Background: an optimization exercise with open tools, aiming at small area and a short achievable clock period. Do not read the settings as production practice. The RTL was checked by simulation tests, not by an equivalence proof against the original design. Power figures rest on the tool's default switching activity, not on a simulated workload.

Design noc_flit_rx, start of the top module:
module noc_flit_rx (
    input  wire         clk,
    input  wire         rst,           
    input  wire         in_valid,
    input  wire         in_head,       
    input  wire [255:0] in_flit,
    input  wire [9:0]   in_chk,
    output wire         out_valid,
    output wire         out_head,
    output wire [255:0] out_flit,
    output wire [9:0]   out_chk,
    output wire         out_poison,
    output reg  [31:0]  err_ce,        
    output reg  [31:0]  err_ue         
);
Settings: LEC_CHECK=0, ABC_CLOCK_PERIOD_IN_PS=7000, CAP_MARGIN=20, CORE_MARGIN=2, CORE_UTILIZATION=60, CTS_BUF_LIST=sky130_fd_sc_hd__clkbuf_16, CTS_CLUSTER_DIAMETER=80, CTS_CLUSTER_SIZE=30, SETUP_SLACK_MARGIN=5, SLEW_MARGIN=20, TNS_END_PERCENT=10; clock period 9.0 ns.
standard.sh (not shown) runs the stock make flow with config.mk's settings and CLKGATE_MAP_FILE= SYNTH_SCRIPT=/design/flow/synth_recipe.tcl, a recipe that flattens the netlist after the stock synthesis.
==> flow/flow/run.sh <==
#!/bin/bash
# The standard layout (standard.sh), with two changes:
#  - the port buffers are the smallest buffer cell (buf_1) instead of the
#    slow clkdlybuf4s50_1 that buffer_ports picks by default;
#  - the 3-input XOR cells are added to the don't-use list, so the syndrome
#    tree maps to 2-input XORs, which are faster here.
set -euo pipefail
DU="$(make -s -C "$FLOW_HOME" DESIGN_CONFIG="$PWD/config.mk" WORK_HOME="$PWD/orfs" print-DONT_USE_CELLS 2> print.log | sed -n 's/^DONT_USE_CELLS: //p')"
echo "platform don't-use list: $DU" > run.log
for c in xor3_1 xor3_2 xor3_4 xnor3_1 xnor3_2 xnor3_4; do DU="$DU sky130_fd_sc_hd__$c"; done
bash standard.sh DONT_USE_CELLS="$DU" BUFFER_PORTS_ARGS="-buffer_cell sky130_fd_sc_hd__buf_1" finish > standard.log 2>&1
==> next run, changes <==
- CORE_UTILIZATION: 60 -> 64
- CTS_CLUSTER_DIAMETER: 80 -> 65
- CTS_CLUSTER_SIZE: 30 -> 24
- TNS_END_PERCENT: 10 -> default
Effect:
- clock skew rose by 12 ps
- cell area came out higher by about 2.2%
- non-clock buffer count came out higher by 6
- count of clock-buffer cells in the layout went up by 12
- first-iteration DRC count rises by 18%
- global-route usage rises by 3.4 points
==> next run, changes <==
- CORE_UTILIZATION: 64 -> 60
- CTS_CLUSTER_DIAMETER: 65 -> 72
- CTS_CLUSTER_SIZE: 24 -> 27
Outcome: Worst hold slack loses 8.1 ps; cell count hardly moves; combinational power went up by about 3%; non-clock buffer count went up by 3; area after synthesis does not change; first-iteration DRC count went down by 6.4%; clock skew went down by 10 ps; power went down by 1.0%; sequential power went down by about 2%; via count went down by 2.0%; die area went up by 6.5%.
==> next run, changes <==
- CTS_CLUSTER_DIAMETER: 72 -> 65
- CTS_CLUSTER_SIZE: 27 -> 24
- TNS_END_PERCENT: default -> 10
Count of clock-buffer cells in the layout rose by 8.
Fmax barely changes.
Routed wire length stays flat.
Utilization increases by 0.36 points.
Global-route usage goes down by 0.40 points.
Register-to-register slack degrades by 20 ps.
==> next run, changes <==
- TNS_END_PERCENT: 10 -> default
What happened: Wire length went down by about 0.4%; design area hardly moves; clock skew stays flat; first-iteration DRC count is unchanged; die area stays the same.


## run D
noc_flit_rx again, from the RTL that the note above started with.
==> flow/design.v (excerpt) <==
module noc_flit_rx (
    input  wire         clk,
    input  wire         rst,           
    input  wire         in_valid,
    input  wire         in_head,       
    input  wire [255:0] in_flit,
    input  wire [9:0]   in_chk,
    output wire         out_valid,
    output wire         out_head,
    output wire [255:0] out_flit,
    output wire [9:0]   out_chk,
    output wire         out_poison,
    output reg  [31:0]  err_ce,        
    output reg  [31:0]  err_ue         
);
clock: 9.0 ns
lec_check: 0
abc_clock_period_in_ps: 7000
cap_margin: 20
core_margin: 2
core_utilization: 60
cts_buf_list: sky130_fd_sc_hd__clkbuf_16
cts_cluster_diameter: 80
cts_cluster_size: 30
setup_slack_margin: 5
slew_margin: 20
Scripts as last shown in full above: flow/flow/run.sh
Run D | status: complete | timing, DRC, antenna: pass
Changes in run C relative to run D:
Settings: changing CORE_UTILIZATION from 60 to 64.
==> run summary <==
Wire length of the first global-routing pass grows slightly when moving from run D to run C.
| setup clock skew after layout | run D vs run C | ≈ equal |
The combined global-route utilization of all metal layers number comes out higher for run C vs run D.
Relative to run D, area of the die decreased by 6.1% in run C.
Run D has lower worst IR drop on VDD than run C.
STATUS post-route minimum period: run C wins against run D
Relative to run D, the ratio of routed vias to standard cells of run C is higher by about 1.9%.
Taking run D as the reference point, the clock-buffer cell count of run C falls by 2.

-- what the ideal ports hide --
The results above use ideal ports. As a check the final layouts listed here were re-extracted and re-timed, cells and wires unchanged. Step 1 sets driving cells, clkbuf_16 on the clock port and buf_2 on the other inputs (assumed; they add their load-dependent delay and slew). Step 2 times the ports against the registers' clock, not the clock port: input delays grow and output delays shrink by t, the midpoint of the rising clock arrivals with the driver on. Slacks: ideal / step 1 / step 2; pairs: ideal / step 1.
run | t (ns) | slack for setup (ns) | slew at the worst register clock pin (ns) | pins driven straight from the clock port
the first run of note 1 | 0.583 | 4.921 / 4.866 / 4.357 | 0.12 / 0.12 | 1
the second run of note 1 | 0.635 | 4.984 / 4.929 / 4.394 | 0.09 / 0.09 | 1
the third run of note 1 | 0.598 | 4.943 / 4.890 / 4.385 | 0.11 / 0.11 | 1
the fourth run of note 1 | 0.639 | 4.935 / 4.881 / 4.323 | 0.09 / 0.09 | 1
the fifth run of note 1 | 0.641 | 4.930 / 4.899 / 4.291 | 0.09 / 0.09 | 1
run D | 0.592 | 4.929 / 4.876 / 4.367 | 0.12 / 0.12 | 1
run C | 0.587 | 4.969 / 4.912 / 4.435 | 0.12 / 0.12 | 1
After both steps setup and hold are still met in every run listed. For the fifth run of note 1, which loses most, drivers alone change the setup slack by -0.031 ns; drivers and shift together by -0.639 ns.
